This design comes from an exercise in tuning for small area, a short achievable clock period and few clock cycles per item on the open sky130 flow, not from production work. The RTL was checked by simulation tests, not by an equivalence proof against the original design.

## lagoon
## aes_engine
module aes_engine (
    input  wire         clk,
    input  wire         rst,         
    input  wire         in_valid,
    output wire         in_ready,
    input  wire         aes256,      
    input  wire [255:0] key,
    input  wire [127:0] din,         
    output reg          out_valid,
    output reg  [127:0] dout         
);
Size in the first run: ~6,700 cells after synthesis, about 1,100 flip-flops, about 67,000 um^2 of cells after synthesis.
clock: 12.0 ns
lec_check: 0
cap_margin: 20
cell_pad_in_sites_detail_placement: 1
cell_pad_in_sites_global_placement: 2
core_margin: 2
core_utilization: 50
cts_cluster_diameter: 100
cts_cluster_size: 30
slew_margin: 20
standard.sh (not shown) runs the stock make flow with config.mk's settings and CLKGATE_MAP_FILE= SYNTH_SCRIPT=/design/flow/synth_recipe.tcl, a recipe that flattens the netlist after the stock synthesis.
==> flow/flow/run.sh <==
#!/bin/bash
# Layout: the standard flow (standard.sh), with the standard synthesis
# unchanged. Only two things differ from the standard layout:
#  - timing repair (after floorplan, CTS and global routing) aims for
#    SETUP_SLACK_MARGIN ns of setup slack at the design's clock, so the
#    resizer sizes the critical paths instead of stopping at 12 ns;
#  - the port buffers are buf_2 cells instead of the default delay buffers.
# Gate cloning stays off so that every register keeps its name and count.
# Each step's full output is in synth.log and layout.log here, and in the
# per-step logs ORFS writes under orfs/logs.
set -uo pipefail
MARGIN=$(cat flow/margin.txt)
bash standard.sh synth > synth.log 2>&1 || exit 1
bash standard.sh SETUP_SLACK_MARGIN="$MARGIN" SKIP_GATE_CLONING=1 \
    BUFFER_PORTS_ARGS="-buffer_cell sky130_fd_sc_hd__buf_2" finish > layout.log 2>&1 || exit 1
==> flow/flow/margin.txt <==
8.25
Testbench counts of lagoon, summed over its fixed seeds: cycles 24,932, items 2,048.
What juniper does differently from lagoon at the input level:
- a change of CELL_PAD_IN_SITES_GLOBAL_PLACEMENT from 2 to 1
- a change of CELL_PAD_IN_SITES_DETAIL_PLACEMENT from 1 to 0
- a change of CTS_CLUSTER_SIZE from 30 to 25
- a change of CTS_CLUSTER_DIAMETER from 100 to 80
==> flow/flow/run.sh <==
#!/bin/bash
# Layout: the standard flow (standard.sh), with the standard synthesis
# unchanged. Only two things differ from the standard layout:
#  - timing repair (after floorplan, CTS and global routing) aims for
#    SETUP_SLACK_MARGIN ns of setup slack at the design's clock, so the
#    resizer sizes the critical paths instead of stopping at 12 ns;
#  - the port buffers are buf_1 cells instead of the default delay buffers.
# Gate cloning stays off so that every register keeps its name and count.
# Each step's full output is in synth.log and layout.log here, and in the
# per-step logs ORFS writes under orfs/logs.
set -uo pipefail
MARGIN=$(cat flow/margin.txt)
bash standard.sh synth > synth.log 2>&1 || exit 1
bash standard.sh SETUP_SLACK_MARGIN="$MARGIN" SKIP_GATE_CLONING=1 \
    BUFFER_PORTS_ARGS="-buffer_cell sky130_fd_sc_hd__buf_1" finish > layout.log 2>&1 || exit 1
==> flow/flow/margin.txt <==
8.4
Notes after the runs:
juniper completed; timing, DRC and antenna clean
The higher clock-buffer cell count of juniper and lagoon is in juniper.
juniper vs. lagoon: via count went down 1,070, hold slack moved down, first-iteration DRC count went up 452, setup slack went up.
Relative to lagoon, proportion of cell area occupied by registers has decreased by 0.63 points in juniper.
Going from lagoon to juniper, area added between synthesis and finish grows by 3.4 points.
Max-slew headroom at the worst pin: juniper better than lagoon
[compare] base=lagoon new=juniper: cell count now larger; summed area of non-filler cells in the final layout now sits higher.
> inputs changed (juniper -> indigo)
==> flow/flow/margin.txt <==
7.9
--- outcome ---
juniper → indigo: detailed-routed wire length on met3 +about 0.7%, global routing usage summed across all routing layers decreased 0.28 points.
juniper → indigo: stage delay of the slowest cell on the critical path now sits higher.
Number of buffers inserted by post-CTS setup repair (lower): indigo
Wire length in indigo is 1.1% below juniper.
The following lists how raven was set up differently from indigo:
==> flow/flow/margin.txt <==
8.1
Results
indigo: no failed stages, no open violations at the end
Per the final summary, raven finished and its layout is clean on timing, DRC and antenna.
Re number of multi-input combinational cells: no difference whatsoever between indigo and raven.
From indigo to raven the numbers moved as follows: utilization went up; total via count after detailed routing held steady; worst hold slack has remained practically unchanged; shortest period the worst path allows dropped 230 ps.
Diff indigo -> raven: final worst clock skew did not really move, total detailed-routing wirelength did not really move, final area went up.

* * *

Setup of old:
aes_engine again, from the RTL that the note above started with.
==> flow/config.mk <==
export PLATFORM = sky130hd
export DESIGN_NAME = aes_engine
export DESIGN_NICKNAME = aes_engine
export VERILOG_FILES = /design/flow/design.v
export SDC_FILE = /design/flow/constraint.sdc
export NUM_CORES = 4
export LEC_CHECK = 0
export CAP_MARGIN = 20
export CELL_PAD_IN_SITES_DETAIL_PLACEMENT = 1
export CELL_PAD_IN_SITES_GLOBAL_PLACEMENT = 2
export CORE_MARGIN = 2
export CORE_UTILIZATION = 50
export SLEW_MARGIN = 20
==> flow/constraint.sdc <==
create_clock -name core_clock -period 12.0 [get_ports {clk}]
set_input_delay 2.4000 -clock core_clock [delete_from_list [all_inputs] [get_ports {clk}]]
set_output_delay 2.4000 -clock core_clock [all_outputs]
set_load 0.01 [all_outputs]
==> flow/flow/run.sh <==
#!/bin/bash
# Layout: the standard flow (standard.sh), with the standard synthesis
# unchanged. Only two things differ from the standard layout:
#  - timing repair (after floorplan, CTS and global routing) aims for
#    SETUP_SLACK_MARGIN ns of setup slack at the design's clock, so the
#    resizer sizes the critical paths instead of stopping at 12 ns;
#  - the port buffers are buf_2 cells instead of the default delay buffers.
# Gate cloning stays off so that every register keeps its name and count.
# Each step's full output is in synth.log and layout.log here, and in the
# per-step logs ORFS writes under orfs/logs.
set -uo pipefail
MARGIN=$(cat flow/margin.txt)
bash standard.sh synth > synth.log 2>&1 || exit 1
bash standard.sh SETUP_SLACK_MARGIN="$MARGIN" SKIP_GATE_CLONING=1 \
    BUFFER_PORTS_ARGS="-buffer_cell sky130_fd_sc_hd__buf_2" finish > layout.log 2>&1 || exit 1
==> flow/flow/margin.txt <==
8.3
old: PASS, flow complete, no timing, DRC or antenna violations
Testbench counts of old, summed over its fixed seeds: cycles 24,932, items 2,048.
#### Input delta (new over old)
- a change of CELL_PAD_IN_SITES_GLOBAL_PLACEMENT from 2 to 1
- an added CTS_CLUSTER_SIZE of 25
- a change of CELL_PAD_IN_SITES_DETAIL_PLACEMENT from 1 to 0
- an added CTS_CLUSTER_DIAMETER of 80
--- a/flow/flow/run.sh
+++ b/flow/flow/run.sh
@@ -7 +7 @@
-#  - the port buffers are buf_2 cells instead of the default delay buffers.
+#  - the port buffers are buf_1 cells instead of the default delay buffers.
@@ -15 +15 @@
-    BUFFER_PORTS_ARGS="-buffer_cell sky130_fd_sc_hd__buf_2" finish > layout.log 2>&1 || exit 1
+    BUFFER_PORTS_ARGS="-buffer_cell sky130_fd_sc_hd__buf_1" finish > layout.log 2>&1 || exit 1
==> flow/flow/margin.txt <==
8.25
Results
- Final net count | new below old
- Compared with old, in new area taken by flip-flops and latches shows a reduction of 0.33%, maximum number of pins on one net before global-route repair climbed 28.

## port drivers added, routing unchanged
Ports are ideal in the flow. The routed layouts listed here were re-timed in OpenROAD.
Step 1 (the two cells are an assumption about what drives the block):
set clk [get_ports {clk}]
set_driving_cell -lib_cell sky130_fd_sc_hd__clkbuf_16 $clk
set_driving_cell -lib_cell sky130_fd_sc_hd__buf_2 [delete_from_list [all_inputs] $clk]
Step 2, shift: input delay + t, output delay - t, t = (earliest + latest rising clock arrival at the registers) / 2. This alone moves slack from input paths to output paths.
Three values: ideal ports, drivers, drivers and shift; two values: the first two.
| run | shift t [ns] | setup WS [ns] | hold WS [ns] | slew at the worst register clock pin (ns) | worst data-port slew with drivers (ns) |
|---|---|---|---|---|---|
| lagoon | 0.797 | 8.245 / 8.191 / 8.245 | 0.390 / 0.390 / 0.390 | 0.12 / 0.12 | 0.17 |
| juniper | 0.777 | 8.345 / 8.260 / 8.398 | 0.386 / 0.386 / 0.386 | 0.10 / 0.10 | 0.11 |
| indigo | 0.777 | 7.916 / 7.916 / 7.916 | 0.384 / 0.384 / 0.384 | 0.11 / 0.11 | 0.10 |
| raven | 0.778 | 8.147 / 8.146 / 8.147 | 0.383 / 0.383 / 0.383 | 0.11 / 0.11 | 0.10 |
| old | 0.843 | 8.297 / 8.220 / 8.297 | 0.386 / 0.386 / 0.386 | 0.07 / 0.07 | 0.18 |
| new | 0.778 | 8.260 / 8.173 / 8.328 | 0.385 / 0.385 / 0.385 | 0.10 / 0.10 | 0.12 |
After both steps setup and hold are still met in every run listed.
